This is an optimization exercise on Yosys and OpenROAD, whose aim is small area, a short achievable clock period and few clock cycles, not a production implementation.
At most, simulation tests tie the RTL to the original design; equivalence was not proved.
No functional check of the RTL was part of run 1.
Power is estimated from default activity; no workload was simulated.

**flow/config.mk**
```make
export PLATFORM = sky130hd
export DESIGN_NAME = sha3_512_core
export DESIGN_NICKNAME = sha3_512_core
export VERILOG_FILES = /design/flow/design.v
export SDC_FILE = /design/flow/constraint.sdc
export NUM_CORES = 4
export LEC_CHECK = 0
export CAP_MARGIN = 40
export CORE_MARGIN = 2
export CORE_UTILIZATION = 30
export SETUP_SLACK_MARGIN = 1.8
export SLEW_MARGIN = 20
export SYNTH_HIERARCHICAL = 1
```
**flow/constraint.sdc**
```tcl
create_clock -name core_clock -period 5.0 [get_ports {clk}]
set_input_delay 1.0000 -clock core_clock [delete_from_list [all_inputs] [get_ports {clk}]]
set_output_delay 1.0000 -clock core_clock [all_outputs]
set_load 0.01 [all_outputs]
```
**flow/design.v**
```verilog
module keccak_round (
    input  wire [1599:0] state_in,
    input  wire [4:0]    round,
    output wire [1599:0] state_out
);
    localparam [149:0] ROT = {
        6'd14, 6'd56, 6'd61, 6'd2,  6'd18,    
        6'd8,  6'd21, 6'd15, 6'd45, 6'd41,    
        6'd39, 6'd25, 6'd43, 6'd10, 6'd3,     
        6'd20, 6'd55, 6'd6,  6'd44, 6'd36,    
        6'd27, 6'd28, 6'd62, 6'd1,  6'd0      
    };
    wire [63:0] a [0:24];    
    wire [63:0] p [0:4];     
    wire [63:0] q [0:4];     
    wire [63:0] r [0:4];     
    wire [63:0] c [0:4];     
    wire [63:0] d [0:4];     
    wire [63:0] e [0:24];    
    wire [63:0] b [0:24];    
    wire [63:0] f [0:24];    
    reg  [63:0] rc;          
    genvar x, y;
    generate
        for (x = 0; x < 5; x = x + 1) begin : g_col
            for (y = 0; y < 5; y = y + 1) begin : g_in
                assign a[x+5*y] = state_in[64*(x+5*y) +: 64];
            end
            keccak_xor u_p (.a(a[x]),    .b(a[x+5]),  .y(p[x]));
            keccak_xor u_q (.a(a[x+10]), .b(a[x+15]), .y(q[x]));
            keccak_xor u_r (.a(p[x]),    .b(q[x]),    .y(r[x]));
            keccak_xor u_c (.a(r[x]),    .b(a[x+20]), .y(c[x]));
        end
        for (x = 0; x < 5; x = x + 1) begin : g_d
            keccak_xor u_d (.a(c[(x+4)%5]),
                            .b({c[(x+1)%5][62:0], c[(x+1)%5][63]}),
                            .y(d[x]));
        end
        for (x = 0; x < 5; x = x + 1) begin : g_x
            for (y = 0; y < 5; y = y + 1) begin : g_y
                localparam integer R = ROT[6*(x+5*y) +: 6];
                keccak_xor u_e (.a(a[x+5*y]), .b(d[x]), .y(e[x+5*y]));
                if (R == 0) begin : g_r0
                    assign b[y+5*((2*x+3*y)%5)] = e[x+5*y];
                end else begin : g_r
                    assign b[y+5*((2*x+3*y)%5)] = {e[x+5*y][63-R:0], e[x+5*y][63:64-R]};
                end
            end
        end
        for (x = 0; x < 5; x = x + 1) begin : g_chi_x
            for (y = 0; y < 5; y = y + 1) begin : g_chi_y
                keccak_chi u_chi (.a(b[x+5*y]), .b(b[(x+1)%5+5*y]),
                                  .c(b[(x+2)%5+5*y]), .y(f[x+5*y]));
                if (x + 5*y == 0) begin : g_iota
                    wire [6:0] fi, fo;
                    assign fi = {f[0][63], f[0][31], f[0][15], f[0][7],
                                 f[0][3], f[0][1], f[0][0]};
                    keccak_iota u_iota (.a(fi),
                                        .rc({rc[63], rc[31], rc[15], rc[7],
                                             rc[3], rc[1], rc[0]}),
                                        .y(fo));
                    assign state_out[63:0] = {fo[6], f[0][62:32], fo[5],
                                              f[0][30:16], fo[4], f[0][14:8],
                                              fo[3], f[0][6:4], fo[2], f[0][2],
                                              fo[1], fo[0]};
                end else begin : g_out
                    assign state_out[64*(x+5*y) +: 64] = f[x+5*y];
                end
            end
        end
    endgenerate
    always @(*) begin
        case (round)
            5'd0:  rc = 64'h0000000000000001;
            5'd1:  rc = 64'h0000000000008082;
            5'd2:  rc = 64'h800000000000808A;
            5'd3:  rc = 64'h8000000080008000;
            5'd4:  rc = 64'h000000000000808B;
            5'd5:  rc = 64'h0000000080000001;
            5'd6:  rc = 64'h8000000080008081;
            5'd7:  rc = 64'h8000000000008009;
            5'd8:  rc = 64'h000000000000008A;
            5'd9:  rc = 64'h0000000000000088;
            5'd10: rc = 64'h0000000080008009;
            5'd11: rc = 64'h000000008000000A;
            5'd12: rc = 64'h000000008000808B;
            5'd13: rc = 64'h800000000000008B;
            5'd14: rc = 64'h8000000000008089;
            5'd15: rc = 64'h8000000000008003;
            5'd16: rc = 64'h8000000000008002;
            5'd17: rc = 64'h8000000000000080;
            5'd18: rc = 64'h000000000000800A;
            5'd19: rc = 64'h800000008000000A;
            5'd20: rc = 64'h8000000080008081;
            5'd21: rc = 64'h8000000000008080;
            5'd22: rc = 64'h0000000080000001;
            5'd23: rc = 64'h8000000080008008;
            default: rc = 64'h0000000000000000;
        endcase
    end
endmodule
module keccak_iota (
    input  wire [6:0] a,
    input  wire [6:0] rc,
    output wire [6:0] y
);
    assign y = a ^ rc;
endmodule
module keccak_xor (
    input  wire [63:0] a,
    input  wire [63:0] b,
    output wire [63:0] y
);
    assign y = a ^ b;
endmodule
module keccak_chi (
    input  wire [63:0] a,
    input  wire [63:0] b,
    input  wire [63:0] c,
    output wire [63:0] y
);
    wire [63:0] t;
    keccak_orn  u_t (.a(b), .b(c), .y(t));
    keccak_xnor u_y (.a(a), .b(t), .y(y));
endmodule
module keccak_orn (
    input  wire [63:0] a,
    input  wire [63:0] b,
    output wire [63:0] y
);
    assign y = a | ~b;
endmodule
module keccak_xnor (
    input  wire [63:0] a,
    input  wire [63:0] b,
    output wire [63:0] y
);
    assign y = ~(a ^ b);
endmodule
module sha3_512_core (
    input  wire         clk,
    input  wire         rst,           
    input  wire         in_valid,
    output wire         in_ready,
    input  wire [63:0]  in_data,
    input  wire         in_last,
    input  wire [3:0]   in_nbytes,
    output wire         out_valid,
    input  wire         out_ready,
    output wire [511:0] out_digest
);
    reg  [575:0]  bf;            
    reg  [3:0]    widx;          
    reg           full;          
    reg           bf_final;      
    reg           zfill;         
    reg           pend06;        
    reg           rdy;           
    reg  [1599:0] s;             
    reg           ab;            
    reg           busy;          
    reg  [4:0]    rnd;           
    reg           cur_final;     
    reg           done;          
    wire take = done && out_ready;
    wire load = take && full;                
    wire consume = ab || load;
    assign out_valid  = done;
    assign out_digest = s[511:0];
    assign in_ready   = rdy;
    wire accept = in_valid && rdy;
    wire wr     = accept || (zfill && (!full || consume));
    wire [3:0] nb = in_last ? in_nbytes : 4'd8;
    reg  [63:0] wdata;
    integer j;
    always @(*) begin
        if (zfill) begin
            wdata = {56'd0, pend06 ? 8'h06 : 8'h00};
        end else begin
            for (j = 0; j < 8; j = j + 1)
                wdata[8*j +: 8] = (j < nb)  ? in_data[8*j +: 8] :
                                  (j == nb) ? 8'h06 : 8'h00;
        end
        if (widx == 4'd8 && (zfill || (in_last && nb != 4'd8)))
            wdata[63] = 1'b1;
    end
    wire blk_end  = wr && (widx == 4'd8);
    wire wr_final = zfill || (in_last && nb != 4'd8);
    always @(posedge clk) begin
        if (wr)
            bf <= {wdata, bf[575:64]};
    end
    wire full_n  = blk_end || (full && !consume);
    wire zfill_n = zfill ? !blk_end : (accept && in_last && !(blk_end && nb != 4'd8));
    wire last_rnd = busy && (rnd == 5'd23);
    wire busy_n   = ab || load || (busy && !last_rnd);
    wire done_n   = (last_rnd && cur_final) || (done && !out_ready);
    wire ab_n     = full_n && ((last_rnd && !cur_final) ||
                               (!busy && !ab && !done && !load));
    always @(posedge clk) begin
        if (rst) begin
            widx      <= 4'd0;
            full      <= 1'b0;
            bf_final  <= 1'b0;
            zfill     <= 1'b0;
            pend06    <= 1'b0;
            rdy       <= 1'b1;
            ab        <= 1'b0;
            busy      <= 1'b0;
            rnd       <= 5'd0;
            cur_final <= 1'b0;
            done      <= 1'b0;
        end else begin
            full  <= full_n;
            zfill <= zfill_n;
            rdy   <= !zfill_n && (!full_n || ab_n);
            if (wr) begin
                if (blk_end) begin
                    widx     <= 4'd0;
                    bf_final <= wr_final;
                end else begin
                    widx <= widx + 4'd1;
                end
                if (zfill)
                    pend06 <= 1'b0;
                else if (in_last)
                    pend06 <= (nb == 4'd8);
            end
            ab   <= ab_n;
            busy <= busy_n;
            done <= done_n;
            if (consume)
                cur_final <= bf_final;
            if (ab || load)
                rnd <= 5'd0;
            else if (busy)
                rnd <= rnd + 5'd1;
        end
    end
    wire [1599:0] s_round;
    keccak_round u_round (
        .state_in  (s),
        .round     (rnd),
        .state_out (s_round)
    );
    wire sel_round = busy && !rst;
    wire sel_keep  = !busy && !rst && !take;
    wire sel_blk   = (ab || load) && !rst;
    wire [1599:0] s_next;
    wire [575:0]  s_abs;
    genvar i;
    generate
        for (i = 0; i < 25; i = i + 1) begin : g_lane
            if (i < 9) begin : g_rate
                keccak_absorb u_abs (.s(s[64*i +: 64]), .keep(sel_keep),
                                     .blk(bf[64*i +: 64]), .add(sel_blk),
                                     .y(s_abs[64*i +: 64]));
                keccak_pick u_pick (.r(s_round[64*i +: 64]), .run(sel_round),
                                    .other(s_abs[64*i +: 64]),
                                    .y(s_next[64*i +: 64]));
            end else begin : g_cap
                keccak_hold u_hold (.r(s_round[64*i +: 64]), .run(sel_round),
                                    .s(s[64*i +: 64]), .keep(sel_keep),
                                    .y(s_next[64*i +: 64]));
            end
        end
    endgenerate
    always @(posedge clk)
        s <= s_next;
endmodule
module keccak_absorb (
    input  wire [63:0] s,
    input  wire        keep,
    input  wire [63:0] blk,
    input  wire        add,
    output wire [63:0] y
);
    assign y = (s & {64{keep}}) ^ (blk & {64{add}});
endmodule
module keccak_pick (
    input  wire [63:0] r,
    input  wire        run,
    input  wire [63:0] other,
    output wire [63:0] y
);
    assign y = (r & {64{run}}) | other;
endmodule
module keccak_hold (
    input  wire [63:0] r,
    input  wire        run,
    input  wire [63:0] s,
    input  wire        keep,
    output wire [63:0] y
);
    assign y = (r & {64{run}}) | (s & {64{keep}});
endmodule
```
**flow/run.sh**
```bash
#!/bin/bash
# synth_recipe.tcl (not shown) runs the flow's synth.tcl, then flattens the netlist and writes it again
# the make line also repeats each setting of config.mk as NAME=value (left out here)
make -C /OpenROAD-flow-scripts/flow DESIGN_CONFIG=/design/flow/config.mk WORK_HOME=/design/flow/orfs CLKGATE_MAP_FILE= SYNTH_SCRIPT=/design/flow/synth_recipe.tcl finish
```
==> results of run 1 <==
-- Yosys stat by module, one instance, submodules excluded, a selection --
module / area (sq um) / flip-flops and latches / copies in the design / cells
keccak_round: 414.1 / 0 / 1 / 55
keccak_xnor: 560.5 / 0 / 25 / 64
sha3_512_core: 54640 / 2194 / 1 / 2890
keccak_pick: 616.8 / 0 / 9 / 71
keccak_iota: 61.31 / 0 / 1 / 7
keccak_hold: 723.2 / 0 / 16 / 78
keccak_xor: 560.5 / 0 / 50 / 64
keccak_absorb: 1231 / 0 / 9 / 206
keccak_orn: 400.4 / 0 / 25 / 64
-- critical path, cell delays in order, from the launching register on --
cell and delay, ps:
dfxtp_1 660, xor2_2 360, xor2_1 220, xor2_1 400
xor2_1 130, buf_4 220, xor2_2 180, buf_4 250
nand2b_1 190, xnor2_1 450, a21o_1 190
-- per-layer routing --
layer,global-route usage,vias up,share of wire
li1,-,45360,-
met1,0.5507,58320,0.40
met5,0,-,0.00056
met2,0.5968,6807,0.39
met3,0.1430,1682,0.10
met4,0.3673,50,0.10
-- sequential cells by signal (all words and copies together), names as in the netlist --
signal / cells
ab: 1
bf: 576
bf_final: 1
busy: 1
cur_final: 1
done: 1
full: 1
pend06: 1
rdy: 1
rnd: 5
s: 1600
widx: 4
zfill: 1
-- worst min-delay path by stage --
stage / start / end / slack (ps) / depth (start not counted)
3_5_place_dp: bf[117] / bf[53] / 430 / 0
6_report: bf[134] / bf[70] / 440 / 0
4_1_cts: bf[402] / bf[338] / 440 / 0
2_1_floorplan: bf[189] / bf[125] / 430 / 0
5_1_grt: bf[91] / bf[27] / 450 / 0
3_3_place_gp: bf[237] / bf[173] / 430 / 0
-- repair_timing --
item / 4_1_cts / 5_1_grt
pin swaps: 49 / 38
endpoints found under the setup margin: 1184 / 371
resized for setup: 715 / 240
buffers inserted: 79 / 38
-- metrics by stage --
step                worst slack (ps)  std cells  power, W  utilization
detailed placement              1166      20560   0.02066       0.3560
finish                          1649      21330   0.04301       0.3931
CTS                             1659      21180   0.04304       0.3880
global placement               733.7      20460   0.02062       0.3532
global route                    1716      21230   0.04373       0.3925
floorplan                       1044      13090   0.02012            -
-- final cells by class --
cell class / count / area [sq um]
Antenna cell: 117 / 292.8
Sequential cell: 2194 / 50030
Multi-Input combinational cell: 9949 / 86310
Timing Repair Buffer: 2575 / 22530
Clock inverter: 122 / 1658
Inverter: 12 / 45.04
Clock buffer: 413 / 8208
Tap cell: 5952 / 7447
Fill cell: 44500 / 272600
-- kinds of logic after synthesis --
logic type | synth area share
AND/OR/NAND/NOR | 0.1123
multiplexers | 0.0006470
AO/OA/AOI/OAI | 0.1029
flip-flops | 0.3670
XOR/XNOR | 0.3485
adder cells (fa/ha/maj) | 0.0009243
buffers and inverters | 0.06765
-- power groups by stage --
stage | logic [W] | clock network (W) | registers [W]
after floorplan | 0.000532 | 0 | 0.0196
after CTS | 0.000931 | 0.0228 | 0.0193
after global routing | 0.000985 | 0.0234 | 0.0194
after detailed placement | 0.000929 | 0 | 0.0197
final | 0.000955 | 0.0227 | 0.0193
after global placement | 0.000894 | 0 | 0.0197
-- placed cells by master, fill, tap and decap left out, types with 12 or more instances in the layout --
cell and n:
xor2_1 2698, buf_4 1777, nand2b_1 1604, xnor2_1 1562
dfxtp_1 1395, nand2_1 1075, xor2_2 981, a22o_1 960
edfxtp_1 576, clkdlybuf4s50_1 566, a21o_1 543, clkbuf_16 297
dfxtp_2 196, diode_2 117, xor2_4 107, nand2_2 90
buf_6 85, buf_12 83, clkbuf_1 82, a22o_2 65
and2_1 51, buf_8 39, xnor2_2 37, a21o_2 36
clkinv_2 35, clkbuf_8 34, dfxtp_4 27, bufinv_16 25
clkinv_1 20, nor2_1 19, dlygate4sd2_1 19, a21oi_1 15
o21ai_0 13, clkinvlp_4 13, inv_1 12
==> flow_summary.yaml, run 1 <==
sta:
  clock-skew-final_ps: 68.98
  finalMaxSlewViolations: 0
  clock.fmax_ghz: 0.2984
  max_slew_margin: 0.3266
  fin_crit_sh: 0.6703
  holdWs_ps: 439.8
  rsz0062_at_grt: "yes"
  period_minus_slack_ps: 3351
  tns_ps: 0
  hold_viol_final: 0
  tightest_slew_ps: 1007
  setup_violations: 0
pwr:
  powerDensity_nw_per_um2: 243.6
  leakagePower_nw: 83.71
  vdd_drop_max_mv: 0.3015
  p_sw_w: 0.01091
  p_int_w: 0.03210
  clock_power_share: 0.528
  seqPwrFrac: 0.450
  p_comb_frac: 0.022
  sw_frac_of_total: 0.2536
clock_network:
  root_buffer: "clkbuf_16"
  cts.sinks: 2194
  cts_buffers: 295
  clk_path_buf_depth: 4
  clock_latency_ps: 1010
  ctsHoldBuffers: 0
  htreeDepth: 5
  cts_tree: "done"
  path_clk_slew_ps: 60
synth:
  synth_edf_count: 576
  async_flop_share: 0
  synth_most_common_cell: "xor2_1"
  ys.flop_type: "dfxtp_1"
  netlist_area_sq_um: 135400
  yosysWarningCount: 8
  synth_common_cells: "xor2_1, dfxtp_1, nand2b_1"
  ys_ff_latch: 2194
  ys_seq_area_frac: 0.3670
  synth_fp_nets: 13180
  synth.distinct_cells: 54
  synth_top_area_frac: 0.2449
  syn_inst: 13090
  yosys.area.top_type: "xor2_1"
  syn_area_per_cell_sq_um: 10.34
  synthTopCellsByArea: "xor2_1, dfxtp_1, edfxtp_1, xnor2_1, nand2b_1"
floorplanning:
  die_y_um: 675.7
  dieArea_sq_um: 456600
  start_util: 0.3015
  fp.dieW_um: 675.7
  core-area_sq_um: 449100
  num_io_pins: 587
  row_count: 246
critical_path:
  worst-r2r-setup-slack_ps: 1650
  crit_required_ps: 5940
  start_kind: "register"
  timing.rr.end: "s[344]"
  critPathLaunch: "s[963]"
  cp_data_arrival_time_ps: 4290
  crit_path_end_kind: "register"
  endpoint: "s[344]"
  path_class: "reg2reg"
  ff2ff_path_depth: 10
  r2r_start: "s[963]"
  crit_path_max_fanout: 5
drt:
  antenna_left: 0
  wl_per_cell_um: 48.15
  drc: 0
  drt_iter0_markers: 15560
  viasPerCell: 5.260
  vias: 112200
  wl_um: 1027000
  first_pass_iters: 6
final_layout:
  fin_nets: 15110
  syn2layout_area_growth_pct: 30.40
  final_area_sq_um: 176500
  drive_gt1_frac: 0.2609
job:
  drv_cap: 0
place:
  portBuffers: 586
  gp_congestion: 1.139
  placed_cell_area_sq_um: 159800
  dp_hpwl_um: 893800
global_routing:
  first_global_vias: 104500
  grt_overflow: 0
  antenna_found_initial: 147
  grt_max_degree: 136
  grt_pass1_wl_um: 1254000
  track_usage: 0.4363
status:
  status: "finished clean"
min_path:
  min_path_type: "reg2reg"
==> run 2, diff against run 1 <==
--- a/flow/design.v
+++ b/flow/design.v
@@ -3,2 +3,4 @@
     input  wire [4:0]    round,
+    input  wire [575:0]  blk,         
+    input  wire          absorb,      
     output wire [1599:0] state_out
@@ -20,2 +22,3 @@
     wire [63:0] b [0:24];    
+    wire [63:0] g [0:24];    
     wire [63:0] f [0:24];    
@@ -41,3 +44,7 @@
                 localparam integer R = ROT[6*(x+5*y) +: 6];
-                keccak_xor u_e (.a(a[x+5*y]), .b(d[x]), .y(e[x+5*y]));
+                if (y == 1 || y == 3) begin : g_en
+                    keccak_xnor u_e (.a(a[x+5*y]), .b(d[x]), .y(e[x+5*y]));
+                end else begin : g_ep
+                    keccak_xor u_e (.a(a[x+5*y]), .b(d[x]), .y(e[x+5*y]));
+                end
                 if (R == 0) begin : g_r0
@@ -49,6 +56,25 @@
         end
+        for (x = 0; x < 25; x = x + 1) begin : g_blk
+            if (x < 9) begin : g_rate
+                keccak_inject u_inj (.a(b[x]), .m(blk[64*x +: 64]), .en(absorb),
+                                     .y(g[x]));
+            end else begin : g_cap
+                assign g[x] = b[x];
+            end
+        end
         for (x = 0; x < 5; x = x + 1) begin : g_chi_x
             for (y = 0; y < 5; y = y + 1) begin : g_chi_y
-                keccak_chi u_chi (.a(b[x+5*y]), .b(b[(x+1)%5+5*y]),
-                                  .c(b[(x+2)%5+5*y]), .y(f[x+5*y]));
+                if (x == 0 || x == 2) begin : g_and
+                    keccak_chi_and u_chi (.a(g[x+5*y]), .b(b[(x+1)%5+5*y]),
+                                          .c(b[(x+2)%5+5*y]), .y(f[x+5*y]));
+                end else if (x == 1) begin : g_norn
+                    keccak_chi_norn u_chi (.a(g[x+5*y]), .b(b[(x+1)%5+5*y]),
+                                           .c(b[(x+2)%5+5*y]), .y(f[x+5*y]));
+                end else if (x == 3) begin : g_orn
+                    keccak_chi_orn u_chi (.a(g[x+5*y]), .b(b[(x+1)%5+5*y]),
+                                          .c(b[(x+2)%5+5*y]), .y(f[x+5*y]));
+                end else begin : g_nor
+                    keccak_chi_nor u_chi (.a(g[x+5*y]), .b(b[(x+1)%5+5*y]),
+                                          .c(b[(x+2)%5+5*y]), .y(f[x+5*y]));
+                end
                 if (x + 5*y == 0) begin : g_iota
@@ -101,2 +127,10 @@
 endmodule
+module keccak_inject (
+    input  wire [63:0] a,
+    input  wire [63:0] m,
+    input  wire        en,
+    output wire [63:0] y
+);
+    assign y = a ^ (m & {64{en}});
+endmodule
 module keccak_iota (
@@ -115,3 +149,3 @@
 endmodule
-module keccak_chi (
+module keccak_chi_and (
     input  wire [63:0] a,
@@ -122,5 +156,49 @@
     wire [63:0] t;
-    keccak_orn  u_t (.a(b), .b(c), .y(t));
+    keccak_nand u_t (.a(b), .b(c), .y(t));
+    keccak_xnor u_y (.a(a), .b(t), .y(y));
+endmodule
+module keccak_chi_norn (
+    input  wire [63:0] a,
+    input  wire [63:0] b,
+    input  wire [63:0] c,
+    output wire [63:0] y
+);
+    wire [63:0] t;
+    keccak_nor  u_t (.a(b), .b(c), .y(t));
     keccak_xnor u_y (.a(a), .b(t), .y(y));
 endmodule
+module keccak_chi_orn (
+    input  wire [63:0] a,
+    input  wire [63:0] b,
+    input  wire [63:0] c,
+    output wire [63:0] y
+);
+    wire [63:0] t;
+    keccak_orn  u_t (.a(b), .b(c), .y(t));
+    keccak_xor  u_y (.a(a), .b(t), .y(y));
+endmodule
+module keccak_chi_nor (
+    input  wire [63:0] a,
+    input  wire [63:0] b,
+    input  wire [63:0] c,
+    output wire [63:0] y
+);
+    wire [63:0] t;
+    keccak_nor  u_t (.a(b), .b(c), .y(t));
+    keccak_xor  u_y (.a(a), .b(t), .y(y));
+endmodule
+module keccak_nand (
+    input  wire [63:0] a,
+    input  wire [63:0] b,
+    output wire [63:0] y
+);
+    assign y = ~(a & b);
+endmodule
+module keccak_nor (
+    input  wire [63:0] a,
+    input  wire [63:0] b,
+    output wire [63:0] y
+);
+    assign y = ~(a | b);
+endmodule
 module keccak_orn (
@@ -159,10 +237,12 @@
     reg  [1599:0] s;             
-    reg           ab;            
     reg           busy;          
     reg  [4:0]    rnd;           
+    reg           a23;           
     reg           cur_final;     
     reg           done;          
-    wire take = done && out_ready;
-    wire load = take && full;                
-    wire consume = ab || load;
+    wire take    = done && out_ready;
+    wire at23    = busy && (rnd == 5'd23);
+    wire run     = busy && (!at23 || cur_final || a23);
+    wire load    = !busy && full && (take || !done);
+    wire consume = a23 || load;
     assign out_valid  = done;
@@ -174,12 +254,12 @@
     reg  [63:0] wdata;
+    reg         keep_j, pad_j;
     integer j;
     always @(*) begin
-        if (zfill) begin
-            wdata = {56'd0, pend06 ? 8'h06 : 8'h00};
-        end else begin
-            for (j = 0; j < 8; j = j + 1)
-                wdata[8*j +: 8] = (j < nb)  ? in_data[8*j +: 8] :
-                                  (j == nb) ? 8'h06 : 8'h00;
+        for (j = 0; j < 8; j = j + 1) begin
+            keep_j = !zfill && (!in_last || (in_nbytes > j));
+            pad_j  = zfill ? (j == 0 && pend06) : (in_last && in_nbytes == j);
+            wdata[8*j +: 8] = (in_data[8*j +: 8] & {8{keep_j}}) |
+                              {5'd0, pad_j, pad_j, 1'b0};
         end
-        if (widx == 4'd8 && (zfill || (in_last && nb != 4'd8)))
+        if (widx == 4'd8 && (zfill || (in_last && in_nbytes != 4'd8)))
             wdata[63] = 1'b1;
@@ -194,7 +274,8 @@
     wire zfill_n = zfill ? !blk_end : (accept && in_last && !(blk_end && nb != 4'd8));
-    wire last_rnd = busy && (rnd == 5'd23);
-    wire busy_n   = ab || load || (busy && !last_rnd);
-    wire done_n   = (last_rnd && cur_final) || (done && !out_ready);
-    wire ab_n     = full_n && ((last_rnd && !cur_final) ||
-                               (!busy && !ab && !done && !load));
+    wire fin_n   = consume ? bf_final : cur_final;
+    wire busy_n  = load || (busy && !(run && at23 && cur_final));
+    wire [4:0] rnd_n = load ? 5'd0 :
+                       run  ? (at23 ? 5'd0 : rnd + 5'd1) : rnd;
+    wire done_n  = (run && at23 && cur_final) || (done && !out_ready);
+    wire a23_n   = busy_n && (rnd_n == 5'd23) && !fin_n && full_n;
     always @(posedge clk) begin
@@ -207,3 +288,3 @@
             rdy       <= 1'b1;
-            ab        <= 1'b0;
+            a23       <= 1'b0;
             busy      <= 1'b0;
@@ -215,3 +296,3 @@
             zfill <= zfill_n;
-            rdy   <= !zfill_n && (!full_n || ab_n);
+            rdy   <= !zfill_n && (!full_n || a23_n);
             if (wr) begin
@@ -228,11 +309,7 @@
             end
-            ab   <= ab_n;
-            busy <= busy_n;
-            done <= done_n;
-            if (consume)
-                cur_final <= bf_final;
-            if (ab || load)
-                rnd <= 5'd0;
-            else if (busy)
-                rnd <= rnd + 5'd1;
+            a23       <= a23_n;
+            busy      <= busy_n;
+            done      <= done_n;
+            cur_final <= fin_n;
+            rnd       <= rnd_n;
         end
@@ -243,9 +320,10 @@
         .round     (rnd),
+        .blk       (bf),
+        .absorb    (a23),
         .state_out (s_round)
     );
-    wire sel_round = busy && !rst;
-    wire sel_keep  = !busy && !rst && !take;
-    wire sel_blk   = (ab || load) && !rst;
+    wire sel_round = run && !rst;
+    wire sel_keep  = !run && !load && !take && !rst;
+    wire sel_load  = load && !rst;
     wire [1599:0] s_next;
-    wire [575:0]  s_abs;
     genvar i;
@@ -254,8 +332,8 @@
             if (i < 9) begin : g_rate
-                keccak_absorb u_abs (.s(s[64*i +: 64]), .keep(sel_keep),
-                                     .blk(bf[64*i +: 64]), .add(sel_blk),
-                                     .y(s_abs[64*i +: 64]));
+                wire [63:0] other;
+                keccak_hold u_other (.r(bf[64*i +: 64]), .run(sel_load),
+                                     .s(s[64*i +: 64]), .keep(sel_keep),
+                                     .y(other));
                 keccak_pick u_pick (.r(s_round[64*i +: 64]), .run(sel_round),
-                                    .other(s_abs[64*i +: 64]),
-                                    .y(s_next[64*i +: 64]));
+                                    .other(other), .y(s_next[64*i +: 64]));
             end else begin : g_cap
@@ -270,11 +348,2 @@
 endmodule
-module keccak_absorb (
-    input  wire [63:0] s,
-    input  wire        keep,
-    input  wire [63:0] blk,
-    input  wire        add,
-    output wire [63:0] y
-);
-    assign y = (s & {64{keep}}) ^ (blk & {64{add}});
-endmodule
 module keccak_pick (
--- a/flow/config.mk
+++ b/flow/config.mk
@@ -10,3 +10,5 @@
 export CORE_UTILIZATION = 30
-export SETUP_SLACK_MARGIN = 1.8
+export CTS_CLUSTER_DIAMETER = 50
+export CTS_CLUSTER_SIZE = 20
+export SETUP_SLACK_MARGIN = 2.0
 export SLEW_MARGIN = 20
==> run 2 against run 1 <==
  * Global-route usage decreased by 2.8 points
  * Cell count up 1.0%
  * Sequential power barely moved
  * Setup slack gained 150 ps
  * Sequential cell count unchanged
  * Maximum frequency rose by 4.7%
  * Wire length shrank 6.1%
  * Area after synthesis rose by 0.13%
  * Count of clock-buffer cells in the layout increased by 49
  * Largest cell class unchanged
==> flow_summary.yaml, run 2 <==
clock_network:
  path_clk_slew_ps: 60
  cts_buffers: 393
  clk_path_buf_depth: 4
  cts.sinks: 2194
  clock_latency_ps: 1080
  htreeDepth: 5
  root_buffer: "clkbuf_16"
  cts_tree: "done"
drt:
  antenna_left: 0
  wl_per_cell_um: 44.75
  vias: 117500
  viasPerCell: 5.453
  first_pass_iters: 8
  wl_um: 964700
  drc: 0
  drt_iter0_markers: 17480
synth:
  synth_most_common_cell: "xor2_1"
  netlist_area_sq_um: 135500
  yosysWarningCount: 8
  ys_seq_area_frac: 0.3666
  synth.distinct_cells: 59
  async_flop_share: 0
  syn_inst: 13170
  synth_common_cells: "xor2_1, xnor2_1, dfxtp_1"
  synth_top_area_frac: 0.2390
  synth_edf_count: 576
  ys.flop_type: "dfxtp_1"
  ys_ff_latch: 2194
  syn_area_per_cell_sq_um: 10.29
  synth_fp_nets: 13260
  yosys.area.top_type: "dfxtp_1"
  synthTopCellsByArea: "dfxtp_1, xor2_1, xnor2_1, edfxtp_1, a22o_1"
critical_path:
  cp_data_arrival_time_ps: 4170
  path_class: "reg2reg"
  worst-r2r-setup-slack_ps: 1800
  crit_required_ps: 5970
  start_kind: "register"
  crit_path_max_fanout: 5
  crit_path_end_kind: "register"
floorplanning:
  row_count: 246
  die_y_um: 676.2
  start_util: 0.3016
  fp.dieW_um: 676.2
  dieArea_sq_um: 457200
  num_io_pins: 587
  core-area_sq_um: 449400
sta:
  setup_violations: 0
  holdWs_ps: 432.8
  clock-skew-final_ps: 93.75
  rsz0062_at_grt: "yes"
  hold_viol_final: 0
  tightest_slew_ps: 1022
  fin_crit_sh: 0.6399
  finalMaxSlewViolations: 0
  clock.fmax_ghz: 0.3125
  period_minus_slack_ps: 3200
  max_slew_margin: 0.3189
global_routing:
  first_global_vias: 108000
  grt_pass1_wl_um: 1199000
  antenna_found_initial: 100
  grt_max_degree: 139
  grt_overflow: 0
  track_usage: 0.4080
final_layout:
  layout_commonest_cell: "xor2_1"
  reg_top3: "s (1600), bf (576), rnd (5)"
  nFillCells: 43720
  syn2layout_area_growth_pct: 37.71
  drive_gt1_frac: 0.3149
  final_cell_mix: "xor2_1, xnor2_1, buf_4"
  fin_nets: 15280
  regMostFlops: "s"
  largest_reg_flops: 1600
  multi_input_area_sq_um: 89960
  regArea_sq_um: 50860
place:
  portBuffers: 586
  gp_congestion: 1.128
  dp_hpwl_um: 815900
pwr:
  p_comb_frac: 0.019
  seqPwrFrac: 0.389
  p_sw_w: 0.01275
  vdd_drop_max_mv: 0.2878
  leakagePower_nw: 88.80
  powerDensity_nw_per_um2: 266.6
  clock_power_share: 0.592
  total_power_w: 0.04976
  sw_frac_of_total: 0.2561
  p_int_w: 0.03702
job:
  drv_cap: 0
status:
  status: "finished clean"
min_path:
  min_path_type: "reg2reg"
run 2: changes by cell type after synthesis, moves of 71 or more:
cell	delta
xor2_1	-579
nand2_2	-90
nor2_1	+641
xnor2_1	+575
buf_6	+71
nand2b_1	-1277
nand2_1	+158
a22o_1	+540
run 2: per-layer routing:
layer,vias to the layer above,wire (um),share of wire,global-route usage
met4,44,95400,0.099,0.3264
met2,8002,377700,0.39,0.5574
li1,47030,-,-,-
met5,-,690,0.00072,0
met3,1839,113200,0.12,0.1385
met1,60630,377700,0.39,0.5193
run 2: final timing paths:
kind	depth (start not counted)	startpoint	to
max	10	s[738]	s[680]
min	0	bf[506]	bf[442]
max reg2reg	10	s[738]	s[680]
min reg2reg	0	bf[506]	bf[442]
run 2: cells by family after synthesis:
logic type	share of synthesized area
buffers and inverters	0.07204
DFF	0.3666
adders and majority gates	0.0009231
and+or+nand+nor	0.07172
AOI/OAI and AO/OA	0.1404
muxes	0.0005630
xor gates and xnor gates	0.3478
run 2: repair_timing:
action / in CTS / in global routing
endpoints found under the setup margin: 2109 / 927
pin swaps: 114 / 112
endpoints found under the hold margin: 0 / 0
cloned: 0 / 2
buffers inserted: 243 / 152
hold buffers: 0 / 0
resized for setup: 2250 / 422
run 2: critical path, stage by stage, from the launching register on:
cell,delay (ps)
dfxtp_1,460
xor2_2,300
xor2_1,280
xor2_2,120
buf_4,150
xor2_1,140
buf_4,200
xnor2_1,560
nand2_1,160
xnor2_1,540
a22o_1,230
run 2: power groups by stage:
stage | registers (W) | logic (W) | clock network, W
after floorplan | 0.0196 | 0.000500 | 0
after global placement | 0.0198 | 0.000875 | 0
after detailed placement | 0.0198 | 0.000907 | 0
after CTS | 0.0194 | 0.000917 | 0.0295
after global routing | 0.0194 | 0.000970 | 0.0302
final | 0.0194 | 0.000944 | 0.0294
run 2: metrics by stage:
stage                     TNS, ps  instance area (sq um)  worst slack (ps)  cells    util
after floorplan                 0                 135600              1863  13170       -
after global placement     -516.7                 153700            -186.0  20050  0.3420
after global routing            0                 186500              1882  21500  0.4150
after CTS                       0                 182400              1763  21340  0.4059
after detailed placement        0                 157200              1045  20350  0.3499
final                           0                 186700              1800  21560  0.4154
run 2: per-module statistics from Yosys (local to each module, per instance), excerpt:
module,area (sq um),flops+latches,times used,cells
keccak_hold,723.2,0,25,78
keccak_inject,875.8,0,9,135
keccak_iota,61.31,0,1,7
keccak_nand,240.2,0,10,64
keccak_nor,240.2,0,10,64
keccak_orn,400.4,0,5,64
keccak_pick,616.8,0,9,71
keccak_round,414.1,0,1,55
keccak_xnor,560.5,0,25,64
keccak_xor,560.5,0,50,64
sha3_512_core,54710,2194,1,2908
run 2: final cells by class:
type                    count  area share
clock buffers             462     0.05582
diodes                     65   0.0008714
clock inverters           278     0.01965
well taps                5952     0.03990
inverters                  10   0.0003419
multi-input cells        9967      0.4819
flip-flops and latches   2194      0.2725
repair buffers           2628      0.1290
Testbench counts of run 2, summed over its fixed seeds: cycles 59,080.
==> run 3, diff against run 2 <==
--- a/flow/config.mk
+++ b/flow/config.mk
@@ -10,5 +10,4 @@
 export CORE_UTILIZATION = 30
-export CTS_CLUSTER_DIAMETER = 50
-export CTS_CLUSTER_SIZE = 20
-export SETUP_SLACK_MARGIN = 2.0
+export GPL_ROUTABILITY_DRIVEN = 0
+export SETUP_SLACK_MARGIN = 1.8
 export SLEW_MARGIN = 20
==> run 3 against run 2 <==
  * Still clean
  * Critical path depth decreased by 2
  * Setup slack got worse by 380 ps
  * Count of clock-buffer cells in the layout decreased by 52
  * Cell count decreased by 4.7%
  * Clock skew decreased by 28 ps
  * Via count increased by 0.49%
  * Maximum frequency decreased by 11%
  * Wire length decreased by 14%
  * Non-clock buffer count decreased by 739
  * Cell area decreased by 9.7%
  * Power decreased by 18%
  * Largest cell class unchanged
  * Largest power group unchanged
==> flow_summary.yaml, run 3 <==
min_path:
  min-delay-start: "bf[280]"
  min_path_cells: 0
  min_path_type: "reg2reg"
  min_to: "bf[216]"
final_layout:
  final_area_sq_um: 168500
  drive_gt1_frac: 0.2034
  fin_nets: 14420
  final_cell_mix: "xor2_1, xnor2_1, a22o_1"
  largest_reg_flops: 1600
  nFillCells: 44150
  layout_commonest_cell: "xor2_1"
  syn2layout_area_growth_pct: 24.33
  regMostFlops: "s"
  reg_top3: "s (1600), bf (576), rnd (5)"
  final_core_util: 0.3750
critical_path:
  crit_chain: "xor2_1 > xor2_1 > xor2_2 > xor2_2 > xnor2_2 > nand2_1 > xnor2_2 > a22o_1"
  path_class: "reg2reg"
  cpLargestDelayFamily: "XOR/XNOR gates"
  cp_data_arrival_time_ps: 4540
  path_buf_inv: 0
  slowest_stage: "xor2_1"
  worst-r2r-setup-slack_ps: 1420
  crit_path_end_kind: "register"
  critPathLaunch: "s[96]"
  start_kind: "register"
  ff2ff_path_depth: 8
  crit_path_max_fanout: 5
  r2r_start: "s[96]"
  critPathMaxStageDelay_ps: 570
  timing.rr.end: "s[678]"
  crit_required_ps: 5960
clock_network:
  cts.sinks: 2194
  path_clk_slew_ps: 60
  clk_path_buf_depth: 4
  root_buffer: "clkbuf_16"
  clock_latency_ps: 1040
  cts_tree: "done"
  htreeDepth: 5
  cts_buffers: 270
sta:
  clock.fmax_ghz: 0.2792
  clock-skew-final_ps: 65.92
  period_minus_slack_ps: 3582
  setup_violations: 0
  fin_crit_sh: 0.7164
  tightest_slew_ps: 1157
  hold_viol_final: 0
  finalMaxSlewViolations: 0
  holdWs_ps: 462.7
  rsz0062_at_grt: "yes"
  tns_ps: 0
  max_slew_margin: 0.2285
pwr:
  sw_frac_of_total: 0.2482
  p_comb_frac: 0.021
  p_sw_w: 0.01017
  leakagePower_nw: 80.09
  vdd_drop_max_mv: 0.2540
  total_power_w: 0.04096
  powerDensity_nw_per_um2: 243.0
  clock_power_share: 0.503
  seqPwrFrac: 0.475
  p_int_w: 0.03079
floorplanning:
  num_io_pins: 587
  dieArea_sq_um: 457200
  core-area_sq_um: 449400
  start_util: 0.3016
  row_count: 246
  die_y_um: 676.2
  fp.dieW_um: 676.2
drt:
  first_pass_iters: 13
  vias: 118100
  wl_per_cell_um: 40.31
  drt_iter0_markers: 22160
  wl_um: 827800
  viasPerCell: 5.751
  drc: 0
  antenna_left: 0
place:
  portBuffers: 586
  placed_cell_area_sq_um: 150900
  dp_hpwl_um: 660400
synth:
  synth_common_cells: "xor2_1, xnor2_1, dfxtp_1"
  ys_seq_area_frac: 0.3666
  yosys.area.top_type: "dfxtp_1"
  synth_most_common_cell: "xor2_1"
  async_flop_share: 0
  synth_top_area_frac: 0.2390
  ys.flop_type: "dfxtp_1"
  ys_ff_latch: 2194
  synthTopCellsByArea: "dfxtp_1, xor2_1, xnor2_1, edfxtp_1, a22o_1"
  syn_inst: 13170
  synth_edf_count: 576
  netlist_area_sq_um: 135500
  yosysWarningCount: 8
  syn_area_per_cell_sq_um: 10.29
  synth_fp_nets: 13260
  synth.distinct_cells: 59
global_routing:
  grt_max_degree: 171
  antenna_found_initial: 68
  track_usage: 0.3448
  grt_pass1_wl_um: 1038000
  first_global_vias: 103200
  grt_overflow: 0
status:
  status: "finished clean"
job:
  drv_cap: 0
## run 3: cell counts after synthesis
Identical to the previous run, type by type.
## run 3: cell type report
class | instances | area, sq um | area share
Inverter | 10 | 63.81 | 0.0003786
Antenna cell | 42 | 105.1 | 0.0006236
Clock inverter | 75 | 802.0 | 0.004759
Timing Repair Buffer | 1889 | 17440 | 0.1035
Multi-Input combinational cell | 9967 | 84690 | 0.5025
Tap cell | 5952 | 7447 | 0.04419
Sequential cell | 2194 | 49910 | 0.2961
Clock buffer | 410 | 8087 | 0.04798
## run 3: metrics by stage
| step | setup WS, ps | std cells |
|---|---|---|
| after global routing | 1695 | 20500 |
| after global placement | 242.6 | 19540 |
| after CTS | 1573 | 20410 |
| after detailed placement | 1150 | 19900 |
| after floorplan | 1803 | 13170 |
| final | 1418 | 20540 |
## run 3: per-module statistics from Yosys, one instance, submodules excluded, a selection
module         area [sq um]  cells  flip-flops and latches  copies in the design
keccak_hold           723.2     78                       0                    25
keccak_inject         875.8    135                       0                     9
keccak_iota           61.31      7                       0                     1
keccak_nand           240.2     64                       0                    10
keccak_nor            240.2     64                       0                    10
keccak_orn            400.4     64                       0                     5
keccak_pick           616.8     71                       0                     9
keccak_round          414.1     55                       0                     1
keccak_xnor           560.5     64                       0                    25
keccak_xor            560.5     64                       0                    50
sha3_512_core         54710   2908                    2194                     1
## run 3: worst max-delay path by stage
stage	cells after the start	slack, ps	endpoint
floorplan	6	1800	rdy
global placement	9	240	s[619]
detailed placement	8	1150	s[474]
CTS	9	1570	s[166]
global route	9	1700	s[1180]
finish	8	1420	s[678]
## run 3: worst register-to-register path: cells and delay by family (launching register included)
family,cells,cell delay (ps)
and+or+nand+nor,1,180
xor gates and xnor gates,6,2690
DFF,1,420
AOI/OAI and AO/OA,1,270
## run 3: cell families after synthesis
logic type	Yosys count	share of synthesized area
fa+ha+maj	10	0.0009231
mux	7	0.0005630
compound gates	2257	0.1404
xor+xnor	5383	0.3478
buf+inv	1013	0.07204
simple gates	2310	0.07172
flops	2194	0.3666
## run 3: power by group through the flow
stage,clock network [W],logic (W),registers (W)
2_1_floorplan,0,0.000500,0.0196
3_3_place_gp,0,0.000798,0.0198
3_5_place_dp,0,0.000829,0.0198
4_1_cts,0.0204,0.000839,0.0195
5_1_grt,0.0211,0.000895,0.0195
6_report,0.0206,0.000877,0.0195
## run 3: per-layer routing
metal,global-route usage,share of wire,up-vias
met5,0.05366,0.0052,-
met1,0.3815,0.34,58590
met2,0.4267,0.35,10950
met4,0.3075,0.12,88
met3,0.2399,0.19,3051
li1,-,-,45440
## run 3: repair_timing
item                                    in CTS  in global routing
buffers inserted                            26                 72
resized for setup                          687                498
endpoints found under the setup margin    1752               1105
pin swaps                                   22                 50
hold buffers                                 0                  0
cloned                                       0                  1
==> run 4, diff against run 3 <==
--- a/flow/config.mk
+++ b/flow/config.mk
@@ -10,3 +10,2 @@
 export CORE_UTILIZATION = 30
-export GPL_ROUTABILITY_DRIVEN = 0
 export SETUP_SLACK_MARGIN = 1.8
==> run 4 against run 3 <==
  * Critical path depth increased by 1
  * Sequential cell count unchanged
  * Critical endpoint is now s[888]
  * Via count decreased by 2.6%
  * Combinational power increased by 6.2%
  * Sequential power about the same
  * Die area unchanged
  * Critical path type unchanged
==> flow_summary.yaml, run 4 <==
status:
  status: "finished clean"
pwr:
  powerDensity_nw_per_um2: 244.3
  leakagePower_nw: 81.76
  vdd_drop_max_mv: 0.2386
final_layout:
  syn2layout_area_growth_pct: 27.71
  drive_gt1_frac: 0.2347
  final_cell_mix: "xor2_1, xnor2_1, a22o_1"
  regMostFlops: "s"
  final_core_util: 0.3852
  fin_nets: 14850
  layout_commonest_cell: "xor2_1"
  final_area_sq_um: 173100
  final_cells: 21010
  largest_reg_flops: 1600
  reg_top3: "s (1600), bf (576), rnd (5)"
critical_path:
  endpoint: "s[888]"
  crit_required_ps: 5970
  crit_path_max_fanout: 5
  cp_data_arrival_time_ps: 4420
  ff2ff_path_depth: 9
  timing.rr.end: "s[888]"
  r2r_start: "s[934]"
  start_kind: "register"
  critPathLaunch: "s[934]"
  worst-r2r-setup-slack_ps: 1550
  path_class: "reg2reg"
  crit_path_end_kind: "register"
place:
  placed_cell_area_sq_um: 156300
  pre_cts_slack_ps: 961.4
  dp_hpwl_um: 796000
  portBuffers: 586
  dp.cells: 20320
  gp_congestion: 1.148
floorplanning:
  core-area_sq_um: 449400
  die_y_um: 676.2
  num_io_pins: 587
  dieArea_sq_um: 457200
  row_count: 246
  fp.dieW_um: 676.2
  start_util: 0.3016
drt:
  viasPerCell: 5.476
  first_pass_iters: 10
  drc: 0
  wl_um: 940200
  antenna_left: 0
  drt_iter0_markers: 18090
  vias: 115000
  wl_per_cell_um: 44.76
sta:
  period_minus_slack_ps: 3451
  hold_viol_final: 0
  fin_crit_sh: 0.6903
  setup_violations: 0
  rsz0062_at_grt: "yes"
  tns_ps: 0
  clock.fmax_ghz: 0.2897
  finalMaxSlewViolations: 0
  max_slew_margin: 0.2269
  tightest_slew_ps: 1160
  clock-skew-final_ps: 58.06
  setup_ws_ps: 1549
clock_network:
  path_clk_slew_ps: 60
  cts_tree: "done"
  htreeDepth: 5
  root_buffer: "clkbuf_16"
  clk_path_buf_depth: 4
  cts_buffers: 290
  clock_latency_ps: 1040
  cts.sinks: 2194
synth:
  netlist_area_sq_um: 135500
  synth_common_cells: "xor2_1, xnor2_1, dfxtp_1"
  syn_area_per_cell_sq_um: 10.29
  ys_seq_area_frac: 0.3666
  synth_top_area_frac: 0.2390
  synth_fp_nets: 13260
  ys.flop_type: "dfxtp_1"
  yosysWarningCount: 8
  synthTopCellsByArea: "dfxtp_1, xor2_1, xnor2_1, edfxtp_1, a22o_1"
  syn_inst: 13170
  async_flop_share: 0
  ys_ff_latch: 2194
  synth_most_common_cell: "xor2_1"
  synth.distinct_cells: 59
  synth_edf_count: 576
  yosys.area.top_type: "dfxtp_1"
job:
  drv_cap: 0
global_routing:
  grt_overflow: 0
  grt_max_degree: 159
  track_usage: 0.3966
  antenna_found_initial: 79
  first_global_vias: 105000
  grt_pass1_wl_um: 1166000
min_path:
  min_path_type: "reg2reg"
## run 4: cell counts after synthesis
No cell type changed its count.
## run 4: critical path: stages, from the launching register on
cell and delay (ps):
dfxtp_1 540, xor2_2 420, xor2_1 210, xor2_1 470, xor2_1 180, buf_4 260
xor2_1 470, nand2b_1 220, xor2_1 380, a22o_1 220
## run 4: worst min-delay path by stage
stage,to,from,cells past startpoint,slack (ps)
global placement,bf[80],bf[144],0,460
CTS,bf[404],bf[468],0,460
global route,bf[152],bf[216],0,480
detailed placement,bf[387],bf[451],0,460
finish,bf[411],bf[475],0,470
floorplan,bf[0],bf[64],0,450
## run 4: area by class of cell
class / count / area [sq um]
fillers: 44550 / 276300
multi-input cells: 9967 / 85190
flip-flops and latches: 2194 / 49970
repair buffers: 2302 / 20850
clock buffers: 406 / 8149
well taps: 5952 / 7447
clock inverters: 114 / 1279
diodes: 63 / 157.7
inverters: 10 / 63.81
## run 4: per-layer routing
metal  GRT usage  routed length [um]  vias to the layer above
met5           0                 713                        -
met4      0.3266               96550                       32
met3      0.1277              108100                     1722
met2      0.5405              365200                     7810
met1      0.5064              369600                    59190
li1            -                   -                    46280
## run 4: timing repair
| item | in CTS | in global routing |
|---|---|---|
| hold buffers | 0 | 0 |
| buffers inserted | 54 | 38 |
| setup endpoints to repair | 1780 | 656 |
| endpoints found under the hold margin | 0 | 0 |
| cloned | 0 | 2 |
| pin swaps | 31 | 33 |
| resized for setup | 757 | 236 |
## run 4: modules after synthesis (local to each module, per instance), excerpt
module	copies in the design	flops+latches	cells inside
keccak_iota	1	0	7
keccak_inject	9	0	135
keccak_xor	50	0	64
keccak_round	1	0	55
keccak_xnor	25	0	64
keccak_pick	9	0	71
keccak_nor	10	0	64
keccak_nand	10	0	64
sha3_512_core	1	2194	2908
keccak_hold	25	0	78
keccak_orn	5	0	64
## run 4: report_power, final
group / internal, W / switching [W]
Combinational: 0.000210 / 0.000721
Sequential: 0.0190 / 0.000534
Clock: 0.0124 / 0.00949
## run 4: logic make-up (layout without fill, tap and decap cells)
logic type | Yosys count | in the layout | synth area share
mux | 7 | 7 | 0.0005630
fa+ha+maj | 10 | 10 | 0.0009231
simple gates | 2310 | 2310 | 0.07172
flops | 2194 | 2194 | 0.3666
compound gates | 2257 | 2257 | 0.1404
buf+inv | 1013 | 2832 | 0.07204
xor+xnor | 5383 | 5383 | 0.3478
other cells | 0 | 63 | 0
## run 4: per-stage QoR
step | hold slack (ps) | total power [W]
finish | 466.5 | 0.04228
global route | 475.2 | 0.04303
CTS | 460.9 | 0.04226
detailed placement | 462.6 | 0.02074
global placement | 457.1 | 0.02072
floorplan | 451.6 | 0.02011
==> run 5, diff against run 4 <==
--- a/flow/config.mk
+++ b/flow/config.mk
@@ -10,2 +10,3 @@
 export CORE_UTILIZATION = 30
+export CTS_BUF_LIST = sky130_fd_sc_hd__clkbuf_8
 export SETUP_SLACK_MARGIN = 1.8
==> run 5 against run 4 <==
  * Count of clock-buffer cells in the layout is 100 higher
  * Global-route usage rose by 0.14 points
  * Power fell by 6.6%
  * Combinational power is 1% higher
==> flow_summary.yaml, run 5 <==
critical_path:
  critPathMaxStageDelay_ps: 780
  path_buf_inv: 0
  crit_path_end_kind: "register"
  crit_chain: "xor2_1 > xor2_1 > xor2_1 > xor2_2 > xnor2_2 > nand2_1 > xnor2_1 > a22o_1"
  start_kind: "register"
  cpLargestDelayFamily: "XOR/XNOR gates"
  crit_path_max_fanout: 5
  slowest_stage: "xnor2_2"
  cp_data_arrival_time_ps: 4560
  path_class: "reg2reg"
  crit_top_cell: "xor2_1"
  crit_required_ps: 6190
place:
  gp_congestion: 1.148
  pre_cts_slack_ps: 961.4
  placed_cell_area_sq_um: 156300
  dp_hpwl_um: 796000
  portBuffers: 586
  dp.cells: 20320
global_routing:
  track_usage: 0.3980
  grt_pass1_wl_um: 1172000
  first_global_vias: 106500
  grt_overflow: 0
  grt_max_degree: 159
  antenna_found_initial: 98
synth:
  synth_most_common_cell: "xor2_1"
  synth.distinct_cells: 59
  synth-simple-area-share: 0.07172
  ys.flop_type: "dfxtp_1"
  ys_ff_latch: 2194
  yosysWarningCount: 8
  netlist_area_sq_um: 135500
  synth_fp_nets: 13260
  ys_seq_area_frac: 0.3666
  muxShareOfSynthArea: 0.0005631
  synth-compound-area-share: 0.1404
  synth-adder-area-share: 0.0009231
  async_flop_share: 0
  synth_top_family_by_area: "XOR/XNOR gates"
  synth_edf_count: 576
  synth_xor_xnor_area_share: 0.3478
  syn_inst: 13170
  synth_top_area_frac: 0.2390
  synthTopCellsByArea: "dfxtp_1, xor2_1, xnor2_1, edfxtp_1, a22o_1"
  yosys.area.top_type: "dfxtp_1"
  syn_area_per_cell_sq_um: 10.29
  synth_common_cells: "xor2_1, xnor2_1, dfxtp_1"
final_layout:
  final_area_sq_um: 172200
  drive_gt1_frac: 0.2502
  syn2layout_area_growth_pct: 27.06
  final_core_util: 0.3833
  largest_reg_flops: 1600
  fin_nets: 15010
  regArea_sq_um: 50640
  reg_top3: "s (1600), bf (576), rnd (5)"
  multi_input_area_sq_um: 84620
  final_cell_mix: "xor2_1, xnor2_1, a22o_1"
  final_cells: 21330
  nFillCells: 45080
  layout_commonest_cell: "xor2_1"
  regMostFlops: "s"
sta:
  setup_ws_ps: 1629
  hold_viol_final: 0
  finalMaxSlewViolations: 0
  period_minus_slack_ps: 3371
  max_slew_margin: 0.2300
  clock-skew-final_ps: 127.2
  rsz0062_at_grt: "yes"
  tns_ps: 0
  fin_crit_sh: 0.6741
  setup_violations: 0
  tightest_slew_ps: 1155
  clock.fmax_ghz: 0.2967
drt:
  vias: 116300
  viasPerCell: 5.455
  wl_per_cell_um: 44.24
  drt_iter0_markers: 18340
  antenna_left: 0
  first_pass_iters: 8
  drc: 0
  wl_um: 943400
clock_network:
  htreeDepth: 5
  root_buffer: "clkbuf_8"
  path_clk_slew_ps: 60
  cts_tree: "done"
  ctsHoldBuffers: 0
  cts_buffers: 431
  clock_latency_ps: 1310
  cts.sinks: 2194
  clk_path_buf_depth: 4
pwr:
  p_sw_w: 0.01084
  sw_frac_of_total: 0.2746
  seqPwrFrac: 0.491
  leakagePower_nw: 84.78
  powerDensity_nw_per_um2: 229.3
  clock_power_share: 0.485
  p_comb_frac: 0.024
  p_int_w: 0.02865
  vdd_drop_max_mv: 0.2002
floorplanning:
  core-area_sq_um: 449400
  fp.dieW_um: 676.2
  die_y_um: 676.2
  start_util: 0.3016
  dieArea_sq_um: 457200
  row_count: 246
  num_io_pins: 587
min_path:
  min_path_type: "in2reg"
job:
  drv_cap: 0
status:
  status: "finished clean"
## run 5: cell counts after synthesis
Identical to the previous run, type by type.
## run 5: what timing repair did
action,in CTS,in global routing
cloned,3,0
setup endpoints to repair,2112,849
gates resized for setup,1623,214
pin swaps,28,27
buffers inserted,70,38
## run 5: per-stage QoR
step / total power (W) / hold slack (ps)
global placement: 0.02072 / 457.1
detailed placement: 0.02074 / 462.6
global route: 0.04031 / 408.4
finish: 0.03949 / 403.3
floorplan: 0.02011 / 451.6
CTS: 0.03948 / 344.5
## run 5: logic make-up (layout without fill, tap and decap cells)
kind of cell	after synthesis	in the layout
buffers and inverters	1013	3137
DFF	2194	2194
adders and majority gates	10	10
xor gates and xnor gates	5383	5383
and+or+nand+nor	2310	2310
muxes	7	7
other	0	75
AOI/OAI and AO/OA	2257	2257
## run 5: final timing paths
check	cells after the start	to	slack, ps	from
hold reg to reg	0	bf[188]	420	bf[252]
hold / removal	2	bf[519]	400	in_data[7]
setup / recovery	8	s[1296]	1630	s[600]
setup reg to reg	8	s[1296]	1630	s[600]
## run 5: per-layer routing
layer	wire, um	vias up	global-route usage
li1	-	46740	-
met5	222	-	0
met4	94850	32	0.3256
met2	368800	8021	0.5456
met3	108100	1891	0.1306
met1	371400	59640	0.5048
## run 5: layout make-up
type | count | area share
repair buffers | 2319 | 0.1201
clock buffers | 506 | 0.04044
multi-input cells | 9967 | 0.4913
flip-flops and latches | 2194 | 0.2941
well taps | 5952 | 0.04324
diodes | 75 | 0.001090
clock inverters | 302 | 0.009393
inverters | 10 | 0.0003705
## run 5: per-module statistics from Yosys (local to each module, per instance), excerpt
module / copies in the design / flops+latches / cells inside
keccak_xnor: 25 / 0 / 64
keccak_inject: 9 / 0 / 135
sha3_512_core: 1 / 2194 / 2908
keccak_xor: 50 / 0 / 64
keccak_hold: 25 / 0 / 78
keccak_round: 1 / 0 / 55
keccak_iota: 1 / 0 / 7
keccak_nor: 10 / 0 / 64
keccak_pick: 9 / 0 / 71
## run 5: power groups by stage
stage	combinational [W]	sequential (W)	clock, W
floorplan	0.000500	0.0196	0
global placement	0.000863	0.0199	0
detailed placement	0.000885	0.0199	0
CTS	0.000913	0.0194	0.0192
global route	0.000961	0.0194	0.0199
finish	0.000944	0.0194	0.0192
==> run 6, diff against run 5 <==
--- a/flow/config.mk
+++ b/flow/config.mk
@@ -7,3 +7,3 @@
 export LEC_CHECK = 0
-export CAP_MARGIN = 40
+export CAP_MARGIN = 20
 export CORE_MARGIN = 2
@@ -12,3 +12,3 @@
 export SETUP_SLACK_MARGIN = 1.8
-export SLEW_MARGIN = 20
+export SLEW_MARGIN = 10
 export SYNTH_HIERARCHICAL = 1
==> run 6 against run 5 <==
  * Sequential power barely moved
  * Sequential share of layout area down 0.41 points
  * Cell count fell by 0.92%
  * Largest power group unchanged
  * Cell area rose by 1.5%
  * Still clean
  * Setup slack worse by 52 ps
  * First-iteration DRC count is 3.3% lower
  * Utilization up 0.56 points
==> flow_summary.yaml, run 6 <==
status:
  status: "finished clean"
floorplanning:
  start_util: 0.3016
  fp.dieW_um: 676.2
  core-area_sq_um: 449400
  dieArea_sq_um: 457200
  row_count: 246
  die_y_um: 676.2
  num_io_pins: 587
synth:
  synth.distinct_cells: 59
  async_flop_share: 0
  synth-adder-area-share: 0.0009231
  syn_inst: 13170
  muxShareOfSynthArea: 0.0005631
  netlist_area_sq_um: 135500
  ys_seq_area_frac: 0.3666
  synth_top_family_by_area: "XOR/XNOR gates"
  synth_common_cells: "xor2_1, xnor2_1, dfxtp_1"
  synth_fp_nets: 13260
  yosysWarningCount: 8
  ys_ff_latch: 2194
  synth_top_area_frac: 0.2390
  yosys.area.top_type: "dfxtp_1"
  syn_area_per_cell_sq_um: 10.29
  synth_most_common_cell: "xor2_1"
  ys.flop_type: "dfxtp_1"
  synth-compound-area-share: 0.1404
  synthTopCellsByArea: "dfxtp_1, xor2_1, xnor2_1, edfxtp_1, a22o_1"
  synth-simple-area-share: 0.07172
  synth_xor_xnor_area_share: 0.3478
  synth_edf_count: 576
drt:
  wl_per_cell_um: 44.62
  drt_iter0_markers: 17740
  drc: 0
  first_pass_iters: 8
  antenna_left: 0
  viasPerCell: 5.488
  wl_um: 942900
  vias: 116000
min_path:
  min_path_type: "reg2reg"
place:
  dp_hpwl_um: 795600
  gp_congestion: 1.148
  portBuffers: 586
  pre_cts_slack_ps: 875.2
  placed_cell_area_sq_um: 153100
critical_path:
  start_kind: "register"
  crit_chain: "xor2_1 > xor2_1 > xor2_1 > xor2_1 > buf_4 > xnor2_2 > nor2_1 > xor2_1 > a22o_1"
  critPathMaxStageDelay_ps: 810
  cp_data_arrival_time_ps: 4550
  crit_path_max_fanout: 5
  path_class: "reg2reg"
  crit_required_ps: 6130
  crit_top_cell: "xor2_1"
  slowest_stage: "xnor2_2"
  crit_path_end_kind: "register"
pwr:
  vdd_drop_max_mv: 0.2177
  leakagePower_nw: 84.16
  powerDensity_nw_per_um2: 226.3
final_layout:
  nFillCells: 44690
  syn2layout_area_growth_pct: 28.94
  final_core_util: 0.3889
  drive_gt1_frac: 0.2564
  fin_nets: 14820
  regMostFlops: "s"
  reg_top3: "s (1600), bf (576), rnd (5)"
  largest_reg_flops: 1600
  final_area_sq_um: 174800
  layout_commonest_cell: "xor2_1"
  final_cell_mix: "xor2_1, xnor2_1, a22o_1"
sta:
  max_slew_margin: 0.1664
  hold_viol_final: 0
  clock-skew-final_ps: 130.9
  fin_crit_sh: 0.6845
  setup_violations: 0
  period_minus_slack_ps: 3423
  holdWs_ps: 399.6
  rsz0062_at_grt: "yes"
  tns_ps: 0
  finalMaxSlewViolations: 0
  clock.fmax_ghz: 0.2922
  tightest_slew_ps: 1250
  setup_ws_ps: 1577
clock_network:
  ctsHoldBuffers: 0
  cts.sinks: 2194
  clock_latency_ps: 1290
  clk_path_buf_depth: 4
  root_buffer: "clkbuf_8"
  path_clk_slew_ps: 70
  cts_tree: "done"
  htreeDepth: 5
  cts_buffers: 428
global_routing:
  grt_pass1_wl_um: 1168000
  grt_busiest_layer: "met2"
  antenna_found_initial: 106
  grtUsageMet3: 0.1341
  first_global_vias: 105400
  grt_max_degree: 159
  grt_overflow: 0
  met2_usage: 0.5477
  use_met1: 0.5031
  track_usage: 0.3981
job:
  drv_cap: 0
==> run 6: cell counts after synthesis <==
No cell type changed its count.
==> run 6: timing repair <==
item / in CTS / in global routing
resized for setup: 2035 / 289
pin swaps: 65 / 57
setup endpoints to repair: 2112 / 661
setup buffers: 148 / 73
==> run 6: worst max-delay path, delay by kind of cell, from the launching register on <==
kind	cells	cell delay, ps
xor+xnor	6	2150
simple gates	1	160
buf+inv	1	200
flops	1	490
compound gates	1	250
==> run 6: final timing paths <==
path / startpoint / to / slack (ps) / depth (start not counted)
worst max-delay path: s[1243] / s[1555] / 1580 / 9
worst min-delay path: bf[475] / bf[411] / 400 / 0
worst max register to register: s[1243] / s[1555] / 1580 / 9
worst min register to register: bf[475] / bf[411] / 400 / 0
==> run 6: Yosys stat by module (local to each module, per instance), excerpt <==
module         cells  cell area, sq um  flip-flops and latches  copies in the design
keccak_xnor       64             560.5                       0                    25
keccak_nand       64             240.2                       0                    10
keccak_iota        7             61.31                       0                     1
keccak_orn        64             400.4                       0                     5
keccak_hold       78             723.2                       0                    25
keccak_inject    135             875.8                       0                     9
keccak_pick       71             616.8                       0                     9
==> run 6: routing by layer <==
layer  vias up  routed length [um]
li1      46350                   -
met1     59560              368500
met2      8160              370000
met3      1835              109300
met4        46               93930
met5         -                1137
==> run 6: where the power goes <==
group	internal, W	switching [W]
clock	0.00968	0.00958
sequential	0.0189	0.000545
combinational	0.000187	0.000705
==> run 6: final cells by class <==
| class | instances | area [sq um] | area share |
|---|---|---|---|
| diodes | 76 | 190.2 | 0.001088 |
| multi-input cells | 9967 | 88890 | 0.5086 |
| well taps | 5952 | 7447 | 0.04261 |
| inverters | 10 | 63.81 | 0.0003651 |
| clock buffers | 497 | 6840 | 0.03914 |
| flip-flops and latches | 2194 | 50680 | 0.2900 |
| repair buffers | 2134 | 18930 | 0.1083 |
| clock inverters | 299 | 1728 | 0.009887 |
==> run 6: logic make-up after synthesis <==
logic type	after synthesis
buffers and inverters	1013
flip-flops	2194
XOR/XNOR	5383
adder cells (fa/ha/maj)	10
AND/OR/NAND/NOR	2310
multiplexers	7
AO/OA/AOI/OAI	2257
==> run 6: stage by stage <==
step / cells / total power [W]
6_report: 21130 / 0.03955
2_1_floorplan: 13170 / 0.02011
3_5_place_dp: 20040 / 0.02073
4_1_cts: 20980 / 0.03948
5_1_grt: 21060 / 0.04032
3_3_place_gp: 20020 / 0.02072
==> run 7, diff against run 6 <==
--- a/flow/config.mk
+++ b/flow/config.mk
@@ -7,3 +7,3 @@
 export LEC_CHECK = 0
-export CAP_MARGIN = 20
+export CAP_MARGIN = 40
 export CORE_MARGIN = 2
@@ -11,4 +11,5 @@
 export CTS_BUF_LIST = sky130_fd_sc_hd__clkbuf_8
-export SETUP_SLACK_MARGIN = 1.8
-export SLEW_MARGIN = 10
+export PLACE_DENSITY = 0.5
+export SETUP_SLACK_MARGIN = 1.9
+export SLEW_MARGIN = 20
 export SYNTH_HIERARCHICAL = 1
==> run 7 against run 6 <==
  * Cell area is 1.9% higher
  * Die area did not move
  * Clock skew fell by 5.9 ps
  * Maximum frequency increased by 4.8%
  * Combinational power increased by 6.4%
  * Area after synthesis is the same
  * Highest routed layer unchanged
  * Global-route usage rose by 0.45 points
  * Still clean on timing, DRC and antenna
  * Via count shrank 0.68%
  * Cell count is 1.7% higher
  * Largest power group is now the clock network
==> flow_summary.yaml, run 7 <==
status:
  status: "finished clean"
synth:
  syn_area_per_cell_sq_um: 10.29
  synth.distinct_cells: 59
  synth_most_common_cell: "xor2_1"
  ys_ff_latch: 2194
  netlist_area_sq_um: 135500
  synthTopCellsByArea: "dfxtp_1, xor2_1, xnor2_1, edfxtp_1, a22o_1"
  yosysWarningCount: 8
  async_flop_share: 0
place:
  portBuffers: 586
sta:
  clock.fmax_ghz: 0.3061
  max_slew_margin: 0.3024
  tns_ps: 0
  rsz0062_at_grt: "yes"
  tightest_slew_ps: 1039
floorplanning:
  fp.dieW_um: 676.2
  core-area_sq_um: 449400
  dieArea_sq_um: 457200
critical_path:
  slowest_stage: "xor2_1"
  path_buf_inv: 1
  crit_required_ps: 6130
  ff2ff_path_depth: 9
  r2r_start: "s[520]"
  start_kind: "register"
  crit_top_cell: "xor2_1"
  crit_path_max_fanout: 4
  crit_chain: "xor2_1 > xor2_1 > xor2_1 > xor2_1 > buf_4 > xor2_4 > nand2_1 > xnor2_1 > a22o_1"
  critPathLaunch: "s[520]"
  path_class: "reg2reg"
final_layout:
  reg_top3: "s (1600), bf (576), rnd (5)"
  regMostFlops: "s"
  syn2layout_area_growth_pct: 31.37
  fin_nets: 15190
  layout_commonest_cell: "xor2_1"
  final_cell_mix: "xor2_1, xnor2_1, a22o_1"
  largest_reg_flops: 1600
drt:
  viasPerCell: 5.359
  wl_um: 953100
  wl_per_cell_um: 44.35
  drc: 0
  first_pass_iters: 6
pwr:
  leakagePower_nw: 85.74
global_routing:
  grt_pass1_wl_um: 1181000
  antenna_found_initial: 90
job:
  drv_cap: 0
clock_network:
  cts_buffers: 440
  clock_latency_ps: 1290
  root_buffer: "clkbuf_8"
min_path:
  min_to: "bf[515]"
==> run 7: cell counts after synthesis <==
No cell type changed its count.
==> run 7: worst max path at each step <==
stage               to  slack (ps)
2_1_floorplan      rdy        1860
3_3_place_gp    s[668]         290
3_5_place_dp   s[1207]         870
4_1_cts          s[63]        1620
5_1_grt        s[1327]        1750
6_report       s[1327]        1730
==> run 7: repair_timing <==
| item | CTS | global route |
|---|---|---|
| buffers inserted | 145 | 89 |
| hold endpoints to repair | 0 | 0 |
| pin swaps | 53 | 59 |
| resized for setup | 2276 | 358 |
| endpoints found under the setup margin | 2114 | 698 |
==> run 7: worst register-to-register path, stage by stage, from the launching register on <==
cell     delay [ps]
dfxtp_1         480
xor2_1          220
xor2_1          190
xor2_1          340
xor2_1          530
buf_4           280
xor2_4          530
nand2_1         170
xnor2_1         170
a22o_1          240
==> run 7: logic make-up (layout without fill, tap and decap cells) <==
kind of cell / after synthesis / after routing / share of synthesized area
buffers and inverters: 1013 / 3332 / 0.07204
adders and majority gates: 10 / 10 / 0.0009231
muxes: 7 / 7 / 0.0005630
xor gates and xnor gates: 5383 / 5383 / 0.3478
other: 0 / 45 / 0
AOI/OAI and AO/OA: 2257 / 2257 / 0.1404
DFF: 2194 / 2194 / 0.3666
and+or+nand+nor: 2310 / 2310 / 0.07172
==> run 7: Yosys stat by module, one instance, submodules excluded, a selection <==
module	flip-flops and latches	cells inside	area (sq um)	copies in the design
keccak_nor	0	64	240.2	10
keccak_xor	0	64	560.5	50
keccak_xnor	0	64	560.5	25
keccak_inject	0	135	875.8	9
keccak_nand	0	64	240.2	10
keccak_iota	0	7	61.31	1
keccak_hold	0	78	723.2	25
keccak_orn	0	64	400.4	5
keccak_round	0	55	414.1	1
keccak_pick	0	71	616.8	9
sha3_512_core	2194	2908	54710	1
==> run 7: power by group <==
group | leakage (nW) | internal, W | switching, W
Sequential | 19.0 | 0.0189 | 0.000513
Combinational | 61.5 | 0.000226 | 0.000723
Clock | 5.23 | 0.00988 | 0.00968
Total | 85.7 | 0.0290 | 0.0109
==> run 7: cell type report <==
| cell class | count | area (sq um) |
|---|---|---|
| diodes | 45 | 112.6 |
| clock buffers | 533 | 7336 |
| clock inverters | 296 | 1496 |
| fillers | 44680 | 271300 |
| inverters | 10 | 63.81 |
| multi-input cells | 9967 | 87560 |
| flip-flops and latches | 2194 | 50770 |
| well taps | 5952 | 7447 |
| repair buffers | 2493 | 23290 |
==> run 7: per-layer routing <==
layer / part of all wire / vias to the layer above / wire length [um] / GRT usage
met5: 0.00021 / - / 204 / 0
met4: 0.093 / 30 / 88880 / 0.3039
met3: 0.11 / 1612 / 101400 / 0.1199
met2: 0.40 / 7057 / 376500 / 0.5560
met1: 0.41 / 59550 / 386000 / 0.5246
li1: - / 46920 / - / -
==> run 7: stage by stage <==
step,total power [W],cells,utilization
finish,0.03987,21490,0.3963
global route,0.04074,21450,0.3961
CTS,0.03992,21350,0.3881
detailed placement,0.02077,20380,0.3507
global placement,0.02075,20040,0.3416
floorplan,0.02011,13170,-

Re-timed with assumed drivers on the ports (clkbuf_16 on the clock, buf_2 on other inputs), run 7 has 1.733 ns of setup slack against 1.733 ns with ideal ports, and 0.948 ns once port delays also move by the mid clock arrival of 1.359 ns.
